This design comes from an exercise in tuning for small area on the open sky130 flow, not from production work. The RTL was checked by simulation tests, not by an equivalence proof against the original design.

==> inputs of v29 <==
==> flow/design.v <==
module pdm_cic_bank (
    input  wire        clk,
    input  wire        rst,
    input  wire        ratio,       
    input  wire        bit_valid,
    input  wire [15:0] bits,
    output reg         out_valid,
    output wire [3:0]  out_ch,
    output wire [31:0] out_data
);
  localparam SW = 118;
  reg  [2:0]  phase;       
  reg         clr;         
  reg         act;         
  reg  [2:0]  acnt;
  reg  [15:0] blat;        
  reg  [4:0]  icur;        
  reg         fin;         
  reg         owait, ohalf;
  reg  [SW*8-1:0] ring_a, ring_b;
  wire [4:0] inext = ratio ? icur + 5'd1 : {1'b0, icur[3:0] + 4'd1};
  wire       shift = act && (icur == 5'd0);
  wire       ba = act && blat[{1'b0, phase}];
  wire       bb = act && blat[{1'b1, phase}];
  wire [5:0] cidx = {ratio, icur};
  wire [15:0] c0;
  assign c0[0] = 64'h3c3c3c3c00003c3c >> cidx;
  assign c0[1] = 64'h0ff00ff000000ff0 >> cidx;
  assign c0[2] = 64'h1b27e4d800001b27 >> cidx;
  assign c0[3] = 64'h097b216f0000097b >> cidx;
  assign c0[4] = 64'h01868c2300000186 >> cidx;
  assign c0[5] = 64'h0528f1a600000528 >> cidx;
  assign c0[6] = 64'h03fdb1b7000003fd >> cidx;
  assign c0[7] = 64'h00b8ae75000000b8 >> cidx;
  assign c0[8] = 64'h006fd3290000006f >> cidx;
  assign c0[9] = 64'h001af4ad0000001a >> cidx;
  assign c0[10] = 64'h0006587300000006 >> cidx;
  assign c0[11] = 64'h0001cabf00000001 >> cidx;
  assign c0[12] = 64'h0000399500000000 >> cidx;
  assign c0[13] = 64'h0000078c00000000 >> cidx;
  assign c0[14] = 64'h0000007c00000000 >> cidx;
  assign c0[15] = 64'h0000000300000000 >> cidx;
  wire [18:0] c1;
  assign c1[0] = 64'h0000000000000000 >> cidx;
  assign c1[1] = 64'h0000000000000000 >> cidx;
  assign c1[2] = 64'h3c3c3c3c0000c3c3 >> cidx;
  assign c1[3] = 64'hcc33cc3300003cc3 >> cidx;
  assign c1[4] = 64'h2424dbdb00008171 >> cidx;
  assign c1[5] = 64'h93c97b210000e702 >> cidx;
  assign c1[6] = 64'h1008fdad0000bdb7 >> cidx;
  assign c1[7] = 64'h566ab13a0000a51a >> cidx;
  assign c1[8] = 64'h93c987cb0000d409 >> cidx;
  assign c1[9] = 64'h2244b75a0000f1f8 >> cidx;
  assign c1[10] = 64'he007cd91000059f8 >> cidx;
  assign c1[11] = 64'h417d03480000cb52 >> cidx;
  assign c1[12] = 64'h80d600c7000038c9 >> cidx;
  assign c1[13] = 64'haa98003f000007c7 >> cidx;
  assign c1[14] = 64'h664aaaaa0000003f >> cidx;
  assign c1[15] = 64'he1c6666600000000 >> cidx;
  assign c1[16] = 64'h1fc1e1e100000000 >> cidx;
  assign c1[17] = 64'h003fe01f00000000 >> cidx;
  assign c1[18] = 64'h00001fff00000000 >> cidx;
  wire [19:0] c2;
  assign c2[0] = 64'h0000000000000000 >> cidx;
  assign c2[1] = 64'h3c3c3c3c00003c3c >> cidx;
  assign c2[2] = 64'h33cc33cc0000cc33 >> cidx;
  assign c2[3] = 64'he71818e700001818 >> cidx;
  assign c2[4] = 64'h36b81d6c000047e2 >> cidx;
  assign c2[5] = 64'h73c003ce000087e1 >> cidx;
  assign c2[6] = 64'h464ff2620000d18b >> cidx;
  assign c2[7] = 64'ha9aff59500006426 >> cidx;
  assign c2[8] = 64'hd029940b0000b5ad >> cidx;
  assign c2[9] = 64'h756c36ae00002814 >> cidx;
  assign c2[10] = 64'hbfddbbfd0000342c >> cidx;
  assign c2[11] = 64'h2ee00774000093c9 >> cidx;
  assign c2[12] = 64'hca0bd05300008ff1 >> cidx;
  assign c2[13] = 64'hf3581acf00008001 >> cidx;
  assign c2[14] = 64'ha9381c9500008001 >> cidx;
  assign c2[15] = 64'h6707e0e600007ffe >> cidx;
  assign c2[16] = 64'he0ffff0700000000 >> cidx;
  assign c2[17] = 64'he000000700000000 >> cidx;
  assign c2[18] = 64'he000000700000000 >> cidx;
  assign c2[19] = 64'h1ffffff800000000 >> cidx;
  wire [18:0] c3;
  assign c3[0] = 64'h0000000000000000 >> cidx;
  assign c3[1] = 64'h0000000000000000 >> cidx;
  assign c3[2] = 64'h3c3c3c3c0000c3c3 >> cidx;
  assign c3[3] = 64'hcc33cc330000c33c >> cidx;
  assign c3[4] = 64'hdbdb242400008e81 >> cidx;
  assign c3[5] = 64'h84de93c9000040e7 >> cidx;
  assign c3[6] = 64'hb5bf10080000edbd >> cidx;
  assign c3[7] = 64'h5c8d566a000058a5 >> cidx;
  assign c3[8] = 64'hd3e193c90000902b >> cidx;
  assign c3[9] = 64'h5aed224400001f8f >> cidx;
  assign c3[10] = 64'h89b3e00700001f9a >> cidx;
  assign c3[11] = 64'h12c0be8200004ad3 >> cidx;
  assign c3[12] = 64'he3006b010000931c >> cidx;
  assign c3[13] = 64'hfc0019550000e3e0 >> cidx;
  assign c3[14] = 64'h555552660000fc00 >> cidx;
  assign c3[15] = 64'h6666638700000000 >> cidx;
  assign c3[16] = 64'h878783f800000000 >> cidx;
  assign c3[17] = 64'hf807fc0000000000 >> cidx;
  assign c3[18] = 64'hfff8000000000000 >> cidx;
  wire [15:0] c4;
  assign c4[0] = 64'h3c3c3c3c00003c3c >> cidx;
  assign c4[1] = 64'h0ff00ff000000ff0 >> cidx;
  assign c4[2] = 64'h1b27e4d80000e4d8 >> cidx;
  assign c4[3] = 64'hf684de900000de90 >> cidx;
  assign c4[4] = 64'hc431618000006180 >> cidx;
  assign c4[5] = 64'h658f14a0000014a0 >> cidx;
  assign c4[6] = 64'hed8dbfc00000bfc0 >> cidx;
  assign c4[7] = 64'hae751d0000001d00 >> cidx;
  assign c4[8] = 64'h94cbf6000000f600 >> cidx;
  assign c4[9] = 64'hb52f580000005800 >> cidx;
  assign c4[10] = 64'hce1a600000006000 >> cidx;
  assign c4[11] = 64'hfd53800000008000 >> cidx;
  assign c4[12] = 64'ha99c000000000000 >> cidx;
  assign c4[13] = 64'h31e0000000000000 >> cidx;
  assign c4[14] = 64'h3e00000000000000 >> cidx;
  assign c4[15] = 64'hc000000000000000 >> cidx;
  wire [SW-1:0] head_a = ring_a[SW-1:0];
  wire [SW-1:0] head_b = ring_b[SW-1:0];
  wire [SW-1:0] new_a, new_b;
  wire [25:0] base_a0 = clr ? (ratio ? 26'd0 : 26'd0) : shift ? {1'd0, head_a[50:26]} : head_a[25:0];
  assign new_a[25:0] = base_a0 + (ba ? c0 : 16'd0);
  wire [24:0] base_a1 = clr ? (ratio ? 25'd16588720 : 25'd516536) : shift ? head_a[75:51] : head_a[50:26];
  assign new_a[50:26] = base_a1 + (ba ? c1 : 19'd0);
  wire [24:0] base_a2 = clr ? (ratio ? 25'd12507632 : 25'd374552) : shift ? {2'd0, head_a[98:76]} : head_a[75:51];
  assign new_a[75:51] = base_a2 + (ba ? c2 : 20'd0);
  wire [22:0] base_a3 = clr ? (ratio ? 23'd3308816 : 23'd89768) : shift ? {4'd0, head_a[117:99]} : head_a[98:76];
  assign new_a[98:76] = base_a3 + (ba ? c3 : 19'd0);
  wire [18:0] base_a4 = clr ? (ratio ? 19'd100688 : 19'd2184) : shift ? 19'd0 : head_a[117:99];
  assign new_a[117:99] = base_a4 + (ba ? c4 : 16'd0);
  wire [25:0] base_b0 = clr ? (ratio ? 26'd0 : 26'd0) : shift ? {1'd0, head_b[50:26]} : head_b[25:0];
  assign new_b[25:0] = base_b0 + (bb ? c0 : 16'd0);
  wire [24:0] base_b1 = clr ? (ratio ? 25'd16588720 : 25'd516536) : shift ? head_b[75:51] : head_b[50:26];
  assign new_b[50:26] = base_b1 + (bb ? c1 : 19'd0);
  wire [24:0] base_b2 = clr ? (ratio ? 25'd12507632 : 25'd374552) : shift ? {2'd0, head_b[98:76]} : head_b[75:51];
  assign new_b[75:51] = base_b2 + (bb ? c2 : 20'd0);
  wire [22:0] base_b3 = clr ? (ratio ? 23'd3308816 : 23'd89768) : shift ? {4'd0, head_b[117:99]} : head_b[98:76];
  assign new_b[98:76] = base_b3 + (bb ? c3 : 19'd0);
  wire [18:0] base_b4 = clr ? (ratio ? 19'd100688 : 19'd2184) : shift ? 19'd0 : head_b[117:99];
  assign new_b[117:99] = base_b4 + (bb ? c4 : 16'd0);
  always @(posedge clk) begin
    ring_a <= {new_a, ring_a[SW*8-1:SW]};
    ring_b <= {new_b, ring_b[SW*8-1:SW]};
    if (bit_valid) blat <= bits;
    if (rst) begin
      phase <= 3'd0;
      clr   <= 1'b1;
      act   <= 1'b0;
      acnt  <= 3'd0;
      icur  <= {ratio, 4'd13};
      fin   <= 1'b0;
      owait <= 1'b0;
      ohalf <= 1'b0;
      out_valid <= 1'b0;
    end else begin
      phase <= phase + 3'd1;
      if (phase == 3'd7) clr <= 1'b0;
      if (act && acnt == 3'd7) act <= 1'b0;
      if (act && acnt == 3'd6 && fin) owait <= 1'b1;
      acnt <= acnt + 3'd1;
      if (bit_valid) begin
        act  <= 1'b1;
        acnt <= 3'd0;
        icur <= inext;
        fin  <= (inext == {ratio, 4'd13});
      end
      if (phase == 3'd7) begin
        if (out_valid) begin
          if (ohalf) out_valid <= 1'b0;
          ohalf <= ~ohalf;
        end else if (owait) begin
          owait <= 1'b0;
          out_valid <= 1'b1;
        end
      end
    end
  end
  wire [25:0] u0 = ohalf ? head_b[25:0] : head_a[25:0];
  wire [31:0] us = ratio ? {3'd0, u0, 3'd0} : {3'd0, u0[20:0], 8'd0};
  assign out_data = us - 32'h0800_0000;
  assign out_ch   = {ohalf, phase};
endmodule
==> flow/run.sh <==
#!/bin/bash
# synth_recipe.tcl (not shown) runs the flow's synth.tcl, then flattens the netlist and writes it again
# the make line also repeats each setting of config.mk as NAME=value (left out here)
make -C /OpenROAD-flow-scripts/flow DESIGN_CONFIG=/design/flow/config.mk WORK_HOME=/design/flow/orfs CLKGATE_MAP_FILE= SYNTH_SCRIPT=/design/flow/synth_recipe.tcl finish
==> flow/config.mk <==
export PLATFORM = sky130hd
export DESIGN_NAME = pdm_cic_bank
export DESIGN_NICKNAME = pdm_cic_bank
export VERILOG_FILES = /design/flow/design.v
export SDC_FILE = /design/flow/constraint.sdc
export NUM_CORES = 4
export LEC_CHECK = 0
export CAP_MARGIN = 20
export CORE_MARGIN = 2
export CORE_UTILIZATION = 40
export SLEW_MARGIN = 20
==> flow/constraint.sdc <==
create_clock -name core_clock -period 20.0 [get_ports {clk}]
set_input_delay 4.0000 -clock core_clock [delete_from_list [all_inputs] [get_ports {clk}]]
set_output_delay 4.0000 -clock core_clock [all_outputs]
set_load 0.01 [all_outputs]
==> v39 (differences from v29) <==
--- a/flow/design.v
+++ b/flow/design.v
@@ -122,25 +122,25 @@
   wire [SW-1:0] head_b = ring_b[SW-1:0];
   wire [SW-1:0] new_a, new_b;
   wire [25:0] base_a0 = clr ? (ratio ? 26'd0 : 26'd0) : shift ? {1'd0, head_a[50:26]} : head_a[25:0];
-  assign new_a[25:0] = base_a0 + (ba ? c0 : 16'd0);
+  cic_rca #(.W(26), .C(16)) u_add_a0 (.a(base_a0), .b(ba ? c0 : 16'd0), .s(new_a[25:0]));
   wire [24:0] base_a1 = clr ? (ratio ? 25'd16588720 : 25'd516536) : shift ? head_a[75:51] : head_a[50:26];
-  assign new_a[50:26] = base_a1 + (ba ? c1 : 19'd0);
+  cic_rca #(.W(25), .C(19)) u_add_a1 (.a(base_a1), .b(ba ? c1 : 19'd0), .s(new_a[50:26]));
   wire [24:0] base_a2 = clr ? (ratio ? 25'd12507632 : 25'd374552) : shift ? {2'd0, head_a[98:76]} : head_a[75:51];
-  assign new_a[75:51] = base_a2 + (ba ? c2 : 20'd0);
+  cic_rca #(.W(25), .C(20)) u_add_a2 (.a(base_a2), .b(ba ? c2 : 20'd0), .s(new_a[75:51]));
   wire [22:0] base_a3 = clr ? (ratio ? 23'd3308816 : 23'd89768) : shift ? {4'd0, head_a[117:99]} : head_a[98:76];
-  assign new_a[98:76] = base_a3 + (ba ? c3 : 19'd0);
+  cic_rca #(.W(23), .C(19)) u_add_a3 (.a(base_a3), .b(ba ? c3 : 19'd0), .s(new_a[98:76]));
   wire [18:0] base_a4 = clr ? (ratio ? 19'd100688 : 19'd2184) : shift ? 19'd0 : head_a[117:99];
-  assign new_a[117:99] = base_a4 + (ba ? c4 : 16'd0);
+  cic_rca #(.W(19), .C(16)) u_add_a4 (.a(base_a4), .b(ba ? c4 : 16'd0), .s(new_a[117:99]));
   wire [25:0] base_b0 = clr ? (ratio ? 26'd0 : 26'd0) : shift ? {1'd0, head_b[50:26]} : head_b[25:0];
-  assign new_b[25:0] = base_b0 + (bb ? c0 : 16'd0);
+  cic_rca #(.W(26), .C(16)) u_add_b0 (.a(base_b0), .b(bb ? c0 : 16'd0), .s(new_b[25:0]));
   wire [24:0] base_b1 = clr ? (ratio ? 25'd16588720 : 25'd516536) : shift ? head_b[75:51] : head_b[50:26];
-  assign new_b[50:26] = base_b1 + (bb ? c1 : 19'd0);
+  cic_rca #(.W(25), .C(19)) u_add_b1 (.a(base_b1), .b(bb ? c1 : 19'd0), .s(new_b[50:26]));
   wire [24:0] base_b2 = clr ? (ratio ? 25'd12507632 : 25'd374552) : shift ? {2'd0, head_b[98:76]} : head_b[75:51];
-  assign new_b[75:51] = base_b2 + (bb ? c2 : 20'd0);
+  cic_rca #(.W(25), .C(20)) u_add_b2 (.a(base_b2), .b(bb ? c2 : 20'd0), .s(new_b[75:51]));
   wire [22:0] base_b3 = clr ? (ratio ? 23'd3308816 : 23'd89768) : shift ? {4'd0, head_b[117:99]} : head_b[98:76];
-  assign new_b[98:76] = base_b3 + (bb ? c3 : 19'd0);
+  cic_rca #(.W(23), .C(19)) u_add_b3 (.a(base_b3), .b(bb ? c3 : 19'd0), .s(new_b[98:76]));
   wire [18:0] base_b4 = clr ? (ratio ? 19'd100688 : 19'd2184) : shift ? 19'd0 : head_b[117:99];
-  assign new_b[117:99] = base_b4 + (bb ? c4 : 16'd0);
+  cic_rca #(.W(19), .C(16)) u_add_b4 (.a(base_b4), .b(bb ? c4 : 16'd0), .s(new_b[117:99]));
   always @(posedge clk) begin
     ring_a <= {new_a, ring_a[SW*8-1:SW]};
     ring_b <= {new_b, ring_b[SW*8-1:SW]};
@@ -183,3 +183,23 @@
   assign out_data = us - 32'h0800_0000;
   assign out_ch   = {ohalf, phase};
 endmodule
+module cic_rca #(parameter W = 8, parameter C = 4) (
+    input  wire [W-1:0] a,
+    input  wire [C-1:0] b,
+    output wire [W-1:0] s
+);
+  wire [W:0] c;
+  assign c[0] = 1'b0;
+  genvar k;
+  generate
+    for (k = 0; k < W; k = k + 1) begin : g_bit
+      if (k < C) begin : g_fa
+        assign s[k]   = a[k] ^ b[k] ^ c[k];
+        assign c[k+1] = (a[k] & b[k]) | (c[k] & (a[k] ^ b[k]));
+      end else begin : g_ha
+        assign s[k]   = a[k] ^ c[k];
+        assign c[k+1] = a[k] & c[k];
+      end
+    end
+  endgenerate
+endmodule
--- a/flow/config.mk
+++ b/flow/config.mk
@@ -5,7 +5,10 @@
 export SDC_FILE = /design/flow/constraint.sdc
 export NUM_CORES = 4
 export LEC_CHECK = 0
+export ABC_AREA = 1
 export CAP_MARGIN = 20
 export CORE_MARGIN = 2
 export CORE_UTILIZATION = 40
+export CTS_BUF_LIST = sky130_fd_sc_hd__clkbuf_4
+export CTS_CLUSTER_SIZE = 30
 export SLEW_MARGIN = 20
==> v7 (differences from v29) <==
--- a/flow/design.v
+++ b/flow/design.v
@@ -8,7 +8,7 @@
     output wire [3:0]  out_ch,
     output wire [31:0] out_data
 );
-  localparam SW = 118;
+  localparam SW = 117;
   reg  [2:0]  phase;       
   reg         clr;         
   reg         act;         
@@ -121,26 +121,26 @@
   wire [SW-1:0] head_a = ring_a[SW-1:0];
   wire [SW-1:0] head_b = ring_b[SW-1:0];
   wire [SW-1:0] new_a, new_b;
-  wire [25:0] base_a0 = clr ? (ratio ? 26'd0 : 26'd0) : shift ? {1'd0, head_a[50:26]} : head_a[25:0];
-  assign new_a[25:0] = base_a0 + (ba ? c0 : 16'd0);
-  wire [24:0] base_a1 = clr ? (ratio ? 25'd16588720 : 25'd516536) : shift ? head_a[75:51] : head_a[50:26];
-  assign new_a[50:26] = base_a1 + (ba ? c1 : 19'd0);
-  wire [24:0] base_a2 = clr ? (ratio ? 25'd12507632 : 25'd374552) : shift ? {2'd0, head_a[98:76]} : head_a[75:51];
-  assign new_a[75:51] = base_a2 + (ba ? c2 : 20'd0);
-  wire [22:0] base_a3 = clr ? (ratio ? 23'd3308816 : 23'd89768) : shift ? {4'd0, head_a[117:99]} : head_a[98:76];
-  assign new_a[98:76] = base_a3 + (ba ? c3 : 19'd0);
-  wire [18:0] base_a4 = clr ? (ratio ? 19'd100688 : 19'd2184) : shift ? 19'd0 : head_a[117:99];
-  assign new_a[117:99] = base_a4 + (ba ? c4 : 16'd0);
-  wire [25:0] base_b0 = clr ? (ratio ? 26'd0 : 26'd0) : shift ? {1'd0, head_b[50:26]} : head_b[25:0];
-  assign new_b[25:0] = base_b0 + (bb ? c0 : 16'd0);
-  wire [24:0] base_b1 = clr ? (ratio ? 25'd16588720 : 25'd516536) : shift ? head_b[75:51] : head_b[50:26];
-  assign new_b[50:26] = base_b1 + (bb ? c1 : 19'd0);
-  wire [24:0] base_b2 = clr ? (ratio ? 25'd12507632 : 25'd374552) : shift ? {2'd0, head_b[98:76]} : head_b[75:51];
-  assign new_b[75:51] = base_b2 + (bb ? c2 : 20'd0);
-  wire [22:0] base_b3 = clr ? (ratio ? 23'd3308816 : 23'd89768) : shift ? {4'd0, head_b[117:99]} : head_b[98:76];
-  assign new_b[98:76] = base_b3 + (bb ? c3 : 19'd0);
-  wire [18:0] base_b4 = clr ? (ratio ? 19'd100688 : 19'd2184) : shift ? 19'd0 : head_b[117:99];
-  assign new_b[117:99] = base_b4 + (bb ? c4 : 16'd0);
+  wire [24:0] base_a0 = clr ? (ratio ? 25'd0 : 25'd0) : shift ? head_a[49:25] : head_a[24:0];
+  cic_rca #(.W(25), .C(16)) u_add_a0 (.a(base_a0), .b(ba ? c0 : 16'd0), .s(new_a[24:0]));
+  wire [24:0] base_a1 = clr ? (ratio ? 25'd16588720 : 25'd516536) : shift ? head_a[74:50] : head_a[49:25];
+  cic_rca #(.W(25), .C(19)) u_add_a1 (.a(base_a1), .b(ba ? c1 : 19'd0), .s(new_a[49:25]));
+  wire [24:0] base_a2 = clr ? (ratio ? 25'd12507632 : 25'd374552) : shift ? {2'd0, head_a[97:75]} : head_a[74:50];
+  cic_rca #(.W(25), .C(20)) u_add_a2 (.a(base_a2), .b(ba ? c2 : 20'd0), .s(new_a[74:50]));
+  wire [22:0] base_a3 = clr ? (ratio ? 23'd3308816 : 23'd89768) : shift ? {4'd0, head_a[116:98]} : head_a[97:75];
+  cic_rca #(.W(23), .C(19)) u_add_a3 (.a(base_a3), .b(ba ? c3 : 19'd0), .s(new_a[97:75]));
+  wire [18:0] base_a4 = clr ? (ratio ? 19'd100688 : 19'd2184) : shift ? 19'd0 : head_a[116:98];
+  cic_rca #(.W(19), .C(16)) u_add_a4 (.a(base_a4), .b(ba ? c4 : 16'd0), .s(new_a[116:98]));
+  wire [24:0] base_b0 = clr ? (ratio ? 25'd0 : 25'd0) : shift ? head_b[49:25] : head_b[24:0];
+  cic_rca #(.W(25), .C(16)) u_add_b0 (.a(base_b0), .b(bb ? c0 : 16'd0), .s(new_b[24:0]));
+  wire [24:0] base_b1 = clr ? (ratio ? 25'd16588720 : 25'd516536) : shift ? head_b[74:50] : head_b[49:25];
+  cic_rca #(.W(25), .C(19)) u_add_b1 (.a(base_b1), .b(bb ? c1 : 19'd0), .s(new_b[49:25]));
+  wire [24:0] base_b2 = clr ? (ratio ? 25'd12507632 : 25'd374552) : shift ? {2'd0, head_b[97:75]} : head_b[74:50];
+  cic_rca #(.W(25), .C(20)) u_add_b2 (.a(base_b2), .b(bb ? c2 : 20'd0), .s(new_b[74:50]));
+  wire [22:0] base_b3 = clr ? (ratio ? 23'd3308816 : 23'd89768) : shift ? {4'd0, head_b[116:98]} : head_b[97:75];
+  cic_rca #(.W(23), .C(19)) u_add_b3 (.a(base_b3), .b(bb ? c3 : 19'd0), .s(new_b[97:75]));
+  wire [18:0] base_b4 = clr ? (ratio ? 19'd100688 : 19'd2184) : shift ? 19'd0 : head_b[116:98];
+  cic_rca #(.W(19), .C(16)) u_add_b4 (.a(base_b4), .b(bb ? c4 : 16'd0), .s(new_b[116:98]));
   always @(posedge clk) begin
     ring_a <= {new_a, ring_a[SW*8-1:SW]};
     ring_b <= {new_b, ring_b[SW*8-1:SW]};
@@ -178,8 +178,30 @@
       end
     end
   end
-  wire [25:0] u0 = ohalf ? head_b[25:0] : head_a[25:0];
-  wire [31:0] us = ratio ? {3'd0, u0, 3'd0} : {3'd0, u0[20:0], 8'd0};
+  wire [SW-1:0] head_o = ohalf ? head_b : head_a;
+  wire [24:0] u0l = head_o[24:0];
+  wire        u0h = ratio && (u0l == 25'd0) && head_o[49];
+  wire [31:0] us = ratio ? {3'd0, u0h, u0l, 3'd0} : {3'd0, u0l[20:0], 8'd0};
   assign out_data = us - 32'h0800_0000;
   assign out_ch   = {ohalf, phase};
 endmodule
+module cic_rca #(parameter W = 8, parameter C = 4) (
+    input  wire [W-1:0] a,
+    input  wire [C-1:0] b,
+    output wire [W-1:0] s
+);
+  wire [W:0] c;
+  assign c[0] = 1'b0;
+  genvar k;
+  generate
+    for (k = 0; k < W; k = k + 1) begin : g_bit
+      if (k < C) begin : g_fa
+        assign s[k]   = a[k] ^ b[k] ^ c[k];
+        assign c[k+1] = (a[k] & b[k]) | (c[k] & (a[k] ^ b[k]));
+      end else begin : g_ha
+        assign s[k]   = a[k] ^ c[k];
+        assign c[k+1] = a[k] & c[k];
+      end
+    end
+  endgenerate
+endmodule
--- a/flow/config.mk
+++ b/flow/config.mk
@@ -5,7 +5,11 @@
 export SDC_FILE = /design/flow/constraint.sdc
 export NUM_CORES = 4
 export LEC_CHECK = 0
+export ABC_AREA = 1
 export CAP_MARGIN = 20
 export CORE_MARGIN = 2
-export CORE_UTILIZATION = 40
+export CORE_UTILIZATION = 60
+export CTS_BUF_LIST = sky130_fd_sc_hd__clkbuf_16
+export CTS_CLUSTER_DIAMETER = 100
+export CTS_CLUSTER_SIZE = 30
 export SLEW_MARGIN = 20
==> v6 (differences from v29) <==
--- a/flow/design.v
+++ b/flow/design.v
@@ -122,25 +122,25 @@
   wire [SW-1:0] head_b = ring_b[SW-1:0];
   wire [SW-1:0] new_a, new_b;
   wire [25:0] base_a0 = clr ? (ratio ? 26'd0 : 26'd0) : shift ? {1'd0, head_a[50:26]} : head_a[25:0];
-  assign new_a[25:0] = base_a0 + (ba ? c0 : 16'd0);
+  cic_rca #(.W(26), .C(16)) u_add_a0 (.a(base_a0), .b(ba ? c0 : 16'd0), .s(new_a[25:0]));
   wire [24:0] base_a1 = clr ? (ratio ? 25'd16588720 : 25'd516536) : shift ? head_a[75:51] : head_a[50:26];
-  assign new_a[50:26] = base_a1 + (ba ? c1 : 19'd0);
+  cic_rca #(.W(25), .C(19)) u_add_a1 (.a(base_a1), .b(ba ? c1 : 19'd0), .s(new_a[50:26]));
   wire [24:0] base_a2 = clr ? (ratio ? 25'd12507632 : 25'd374552) : shift ? {2'd0, head_a[98:76]} : head_a[75:51];
-  assign new_a[75:51] = base_a2 + (ba ? c2 : 20'd0);
+  cic_rca #(.W(25), .C(20)) u_add_a2 (.a(base_a2), .b(ba ? c2 : 20'd0), .s(new_a[75:51]));
   wire [22:0] base_a3 = clr ? (ratio ? 23'd3308816 : 23'd89768) : shift ? {4'd0, head_a[117:99]} : head_a[98:76];
-  assign new_a[98:76] = base_a3 + (ba ? c3 : 19'd0);
+  cic_rca #(.W(23), .C(19)) u_add_a3 (.a(base_a3), .b(ba ? c3 : 19'd0), .s(new_a[98:76]));
   wire [18:0] base_a4 = clr ? (ratio ? 19'd100688 : 19'd2184) : shift ? 19'd0 : head_a[117:99];
-  assign new_a[117:99] = base_a4 + (ba ? c4 : 16'd0);
+  cic_rca #(.W(19), .C(16)) u_add_a4 (.a(base_a4), .b(ba ? c4 : 16'd0), .s(new_a[117:99]));
   wire [25:0] base_b0 = clr ? (ratio ? 26'd0 : 26'd0) : shift ? {1'd0, head_b[50:26]} : head_b[25:0];
-  assign new_b[25:0] = base_b0 + (bb ? c0 : 16'd0);
+  cic_rca #(.W(26), .C(16)) u_add_b0 (.a(base_b0), .b(bb ? c0 : 16'd0), .s(new_b[25:0]));
   wire [24:0] base_b1 = clr ? (ratio ? 25'd16588720 : 25'd516536) : shift ? head_b[75:51] : head_b[50:26];
-  assign new_b[50:26] = base_b1 + (bb ? c1 : 19'd0);
+  cic_rca #(.W(25), .C(19)) u_add_b1 (.a(base_b1), .b(bb ? c1 : 19'd0), .s(new_b[50:26]));
   wire [24:0] base_b2 = clr ? (ratio ? 25'd12507632 : 25'd374552) : shift ? {2'd0, head_b[98:76]} : head_b[75:51];
-  assign new_b[75:51] = base_b2 + (bb ? c2 : 20'd0);
+  cic_rca #(.W(25), .C(20)) u_add_b2 (.a(base_b2), .b(bb ? c2 : 20'd0), .s(new_b[75:51]));
   wire [22:0] base_b3 = clr ? (ratio ? 23'd3308816 : 23'd89768) : shift ? {4'd0, head_b[117:99]} : head_b[98:76];
-  assign new_b[98:76] = base_b3 + (bb ? c3 : 19'd0);
+  cic_rca #(.W(23), .C(19)) u_add_b3 (.a(base_b3), .b(bb ? c3 : 19'd0), .s(new_b[98:76]));
   wire [18:0] base_b4 = clr ? (ratio ? 19'd100688 : 19'd2184) : shift ? 19'd0 : head_b[117:99];
-  assign new_b[117:99] = base_b4 + (bb ? c4 : 16'd0);
+  cic_rca #(.W(19), .C(16)) u_add_b4 (.a(base_b4), .b(bb ? c4 : 16'd0), .s(new_b[117:99]));
   always @(posedge clk) begin
     ring_a <= {new_a, ring_a[SW*8-1:SW]};
     ring_b <= {new_b, ring_b[SW*8-1:SW]};
@@ -183,3 +183,23 @@
   assign out_data = us - 32'h0800_0000;
   assign out_ch   = {ohalf, phase};
 endmodule
+module cic_rca #(parameter W = 8, parameter C = 4) (
+    input  wire [W-1:0] a,
+    input  wire [C-1:0] b,
+    output wire [W-1:0] s
+);
+  wire [W:0] c;
+  assign c[0] = 1'b0;
+  genvar k;
+  generate
+    for (k = 0; k < W; k = k + 1) begin : g_bit
+      if (k < C) begin : g_fa
+        assign s[k]   = a[k] ^ b[k] ^ c[k];
+        assign c[k+1] = (a[k] & b[k]) | (c[k] & (a[k] ^ b[k]));
+      end else begin : g_ha
+        assign s[k]   = a[k] ^ c[k];
+        assign c[k+1] = a[k] & c[k];
+      end
+    end
+  endgenerate
+endmodule
--- a/flow/config.mk
+++ b/flow/config.mk
@@ -5,6 +5,7 @@
 export SDC_FILE = /design/flow/constraint.sdc
 export NUM_CORES = 4
 export LEC_CHECK = 0
+export ABC_AREA = 1
 export CAP_MARGIN = 20
 export CORE_MARGIN = 2
 export CORE_UTILIZATION = 40
==> metrics.md <==
| Metric | Value |
|---|---|
| Inverters | 331 |
| Worst setup path end | ring_a[901] |
| Reg2reg path depth | 34 |
| Tap cells | 1662 |
| Initial DRC Count | around 1900 |
| Outcome | finished clean |
| Met3 routed WL | 6740 um |
The numbers above come from v6.

==> metrics.md <==
| Metric | Value |
|---|---|
| Initial DRC Count | 2223 |
| Reg2reg path depth | 20 |
| Outcome | finished clean |
| Met3 routed WL | 6610 um |
| Worst setup path end | out_data[23] |
| Synth warnings | 1 |
The numbers above come from v29.

==> metrics.md <==
| Metric | Value |
|---|---|
| Reg2reg path depth | 37 |
| Outcome | finished clean |
| Met3 routed WL | between 5000 and 6000 um |
| Inverters | 344 |
| Worst path bufs/invs | 7 |
| Via density | 4.90 |
| Tap cells | approximately 1100 |
| Worst setup path end | ring_b[893] |
The numbers above come from v7.

==> metrics.md <==
| Metric | Value |
|---|---|
| Outcome | finished clean |
| Clock slew at reported path FFs | 0.07 ns |
| Tap cells | 1662 |
| Hold Buf Count CTS | 0 |
| Yosys top cell area share | 74.2% |
| Mapped Area | 51400 um2 |
| Xor-xnor portion of the synthesized cell area | 0.205% |
| Worst setup path end | ring_a[901] |
| Reg2reg path depth | 33 |
| Met3 routed WL | 6270 um |
The numbers above come from v39.

==> re-timing with driven ports <==
The flow's constraints put no driver on any port. The routed layouts listed below were extracted and timed again, unchanged, in two steps.
Step 1 (the two cells are an assumption about what drives the block):
set clk [get_ports {clk}]
set_driving_cell -lib_cell sky130_fd_sc_hd__clkbuf_16 $clk
set_driving_cell -lib_cell sky130_fd_sc_hd__buf_2 [delete_from_list [all_inputs] $clk]
Step 2 also shifts input and output timing later by t, the mid clock arrival at the registers, as if the neighbouring blocks saw the same clock.
a / b / c = ideal ports / drivers / drivers and shift; a / b = the first two.
run	shift t [ns]	slack for setup (ns)	latest minus earliest clock arrival (ns)
v29	0.855	10.145 / 10.122 / 10.122	0.069 / 0.069
v39	1.250	7.317 / 7.362 / 6.111	0.148 / 0.149
v7	0.716	6.819 / 6.864 / 6.147	0.029 / 0.029
v6	0.853	6.918 / 6.966 / 6.112	0.061 / 0.061
After both steps every run listed still meets setup and hold. For v39, which loses most, drivers alone change the setup slack by +0.045 ns; drivers and shift together by -1.206 ns.
